This design comes from an exercise in tuning for small area, a short achievable clock period and few clock cycles per item on the open sky130 flow, not from production work.
Function was checked by simulation only, so behaviour that the tests miss may differ from the original.

Design dc_rs_decoder, start of the top module:
module dc_rs_decoder (
  input  wire         clk,
  input  wire         rst,           
  input  wire         in_valid,
  output wire         in_ready,
  input  wire [159:0] in_sym,        
  input  wire         in_mark_a_vld,
  input  wire [4:0]   in_mark_a,
  input  wire         in_mark_b_vld,
  input  wire [4:0]   in_mark_b,
  output reg          out_valid,
  input  wire         out_ready,
  output wire [127:0] out_data,      
  output wire [1:0]   out_status,    
  output wire [19:0]  out_changed,
  output wire         out_unmarked_vld,
  output wire [4:0]   out_unmarked,
  output wire [31:0]  out_synd
);
  reg  r1_valid, r2_valid, sk_valid;
  wire adv3 = !out_valid || out_ready;
  wire adv2 = !r2_valid || adv3;
  wire adv1 = !r1_valid || adv2;
  wire take = in_valid && !sk_valid;
  assign in_ready = !sk_valid;
  wire [31:0] a_synd;
  wire [7:0]  a_l1, a_l2, a_lx;
  rs_stage_a u_a (
    .sym (in_sym),
    .va (in_mark_a_vld), .ma (in_mark_a), .vb (in_mark_b_vld), .mb (in_mark_b),
    .synd (a_synd), .l1 (a_l1), .l2 (a_l2), .lx (a_lx)
  );
  wire [195:0] a_beat = {a_l1, a_l2, a_lx,
                         in_mark_b_vld, in_mark_b, in_mark_a_vld, in_mark_a,
                         a_synd, in_sym[127:0]};
  reg  [195:0] sk_beat;
  always @(posedge clk) begin
    if (rst) begin
  ...
For scale: about 8400 cells after synthesis, roughly 800 flip-flops, roughly 370 I/O pins, ~64000 um^2 of cells after synthesis.
==> flow/config.mk <==
export PLATFORM = sky130hd
export DESIGN_NAME = dc_rs_decoder
export DESIGN_NICKNAME = dc_rs_decoder
export VERILOG_FILES = /design/flow/design.v
export SDC_FILE = /design/flow/constraint.sdc
export NUM_CORES = 4
export LEC_CHECK = 0
export ABC_AREA = 1
export CAP_MARGIN = 20
export CORE_MARGIN = 2
export CORE_UTILIZATION = 55
export PLACE_DENSITY = 0.7
export SLEW_MARGIN = 20
==> flow/constraint.sdc <==
create_clock -name core_clock -period 22.0 [get_ports {clk}]
set_input_delay 4.4000 -clock core_clock [delete_from_list [all_inputs] [get_ports {clk}]]
set_output_delay 4.4000 -clock core_clock [all_outputs]
set_load 0.01 [all_outputs]
standard.sh (not shown) runs the stock make flow with config.mk's settings and CLKGATE_MAP_FILE= SYNTH_SCRIPT=/design/flow/synth_recipe.tcl, a recipe that flattens the netlist after the stock synthesis.
==> flow/flow/run.sh <==
#!/bin/bash
set -e
export BUFFER_PORTS_ARGS="-buffer_cell sky130_fd_sc_hd__buf_2"
export SETUP_SLACK_MARGIN=15
bash standard.sh > standard.log 2>&1
The first run completed without violations.
Testbench counts at the start, summed over its fixed seeds: cycles 16,024, items 16,000.
Change:
==> flow/flow/run.sh (replaced) <==
#!/bin/bash
set -e
export BUFFER_PORTS_ARGS="-buffer_cell sky130_fd_sc_hd__buf_2"
export SETUP_SLACK_MARGIN=14.5
bash standard.sh > standard.log 2>&1
- worst setup slack gets worse by 0.23 ns
- via count came out lower by 2.5%

---

== build 81 ==
dc_rs_decoder, a different RTL version from the one above (not shown whole).
Size in the first run: roughly 8400 cells after synthesis, about 370 I/O pins, roughly 0.063 mm^2 of cells after synthesis.
Settings: LEC_CHECK=0, ABC_AREA=1, CAP_MARGIN=20, CORE_MARGIN=2, CORE_UTILIZATION=55, PLACE_DENSITY=0.7, SLEW_MARGIN=20; clock period 22.0 ns.
==> flow/flow/run.sh <==
#!/bin/bash
set -e
export BUFFER_PORTS_ARGS="-buffer_cell sky130_fd_sc_hd__buf_2"
export SETUP_SLACK_MARGIN=14
bash standard.sh > standard.log 2>&1
Build 81: PASS, flow complete, no timing, DRC or antenna violations
Testbench counts of build 81, summed over its fixed seeds: cycles 16,024, items 16,000.
What build 26 does differently from build 81 at the input level:
Settings: PLACE_DENSITY: 0.7 -> 0.65; CORE_UTILIZATION: 55 -> 50.
diff --git a/flow/flow/run.sh b/flow/flow/run.sh
--- a/flow/flow/run.sh
+++ b/flow/flow/run.sh
@@ -4 +4 @@
-export SETUP_SLACK_MARGIN=14
+export SETUP_SLACK_MARGIN=14.75
Findings:
Compared with build 81, build 26 shows a detailed placement HPWL that is 4.4% higher.
First-pass GRT wire length, build 26 and build 81, higher one = build 26.
Diff build 81 -> build 26 | data arrival at the endpoint of the critical path | decrease of 0.79 ns
> inputs changed (build 26 -> build 42)
diff --git a/flow/flow/run.sh b/flow/flow/run.sh
--- a/flow/flow/run.sh
+++ b/flow/flow/run.sh
@@ -4 +4 @@
-export SETUP_SLACK_MARGIN=14.75
+export SETUP_SLACK_MARGIN=15
## What came out
Build 42 — cell area after layout about 6% higher, build 26 as reference. Comparing build 42 against build 26, there is no change at all in count of cell types in the netlist. Compared to build 26, build 42 has signal arrival time at the worst endpoint 0.34 ns higher.
Changes in build 33 relative to build 42:
diff --git a/flow/flow/run.sh b/flow/flow/run.sh
--- a/flow/flow/run.sh
+++ b/flow/flow/run.sh
@@ -4 +4 @@
-export SETUP_SLACK_MARGIN=15
+export SETUP_SLACK_MARGIN=14.5
Results
- The depth of the critical timing path with buffers and inverters included number comes out lower for build 33 vs build 42.
- Looking at number of iterations in the first detailed-routing pass, build 33 sits 1 below build 42.
- Taking build 42 as the reference point, the global-route usage of build 33 falls by 1.1 points.
- Taking build 42 as 1.0, build 33 lands at 0.844 on wire length on met3.
- Build 33 vs build 42 on sequential share of layout area: build 33 is the higher one.
- Build 33 against build 42: setup slack of the critical path after layout +0.11 ns; critical path's largest stage delay +0.19 ns; number of vias per cell down 0.11.
- The run showing the smaller non-clock buffer total of the final layout is build 33.
- Detailed route, build 33 vs build 42: via total lower for build 33
- out_data[79] as the end point of the critical path was reported by build 33, and out_data[110] by build 42.

## separate check: timing with driven ports
The results above use ideal ports. As a check the final layouts listed here were re-extracted and re-timed, cells and wires unchanged. Step 1 sets driving cells, clkbuf_16 on the clock port and buf_2 on the other inputs (assumed; they add their load-dependent delay and slew). Step 2 times the ports against the registers' clock, not the clock port: input delays grow and output delays shrink by t, the midpoint of the rising clock arrivals with the driver on. Three values: no drivers, after step 1, after step 2; two values: the first two.
run	shift t [ns]	setup slack, ns	clock arrival spread, ns	worst slew at a driven data input, ns
the first run of note 1	0.768	14.671 / 14.584 / 14.207	0.073 / 0.073	0.09
the second run of note 1	0.768	14.444 / 14.360 / 14.014	0.078 / 0.079	0.09
build 81	0.734	13.916 / 13.840 / 14.006	0.080 / 0.079	0.08
build 26	0.788	14.707 / 14.620 / 13.995	0.085 / 0.084	0.07
build 42	0.795	14.368 / 14.284 / 14.236	0.076 / 0.076	0.09
build 33	0.789	14.478 / 14.391 / 13.941	0.085 / 0.085	0.07
After both steps every run listed still meets setup and hold. For build 26, which loses most, drivers alone change the setup slack by -0.087 ns; drivers and shift together by -0.712 ns.
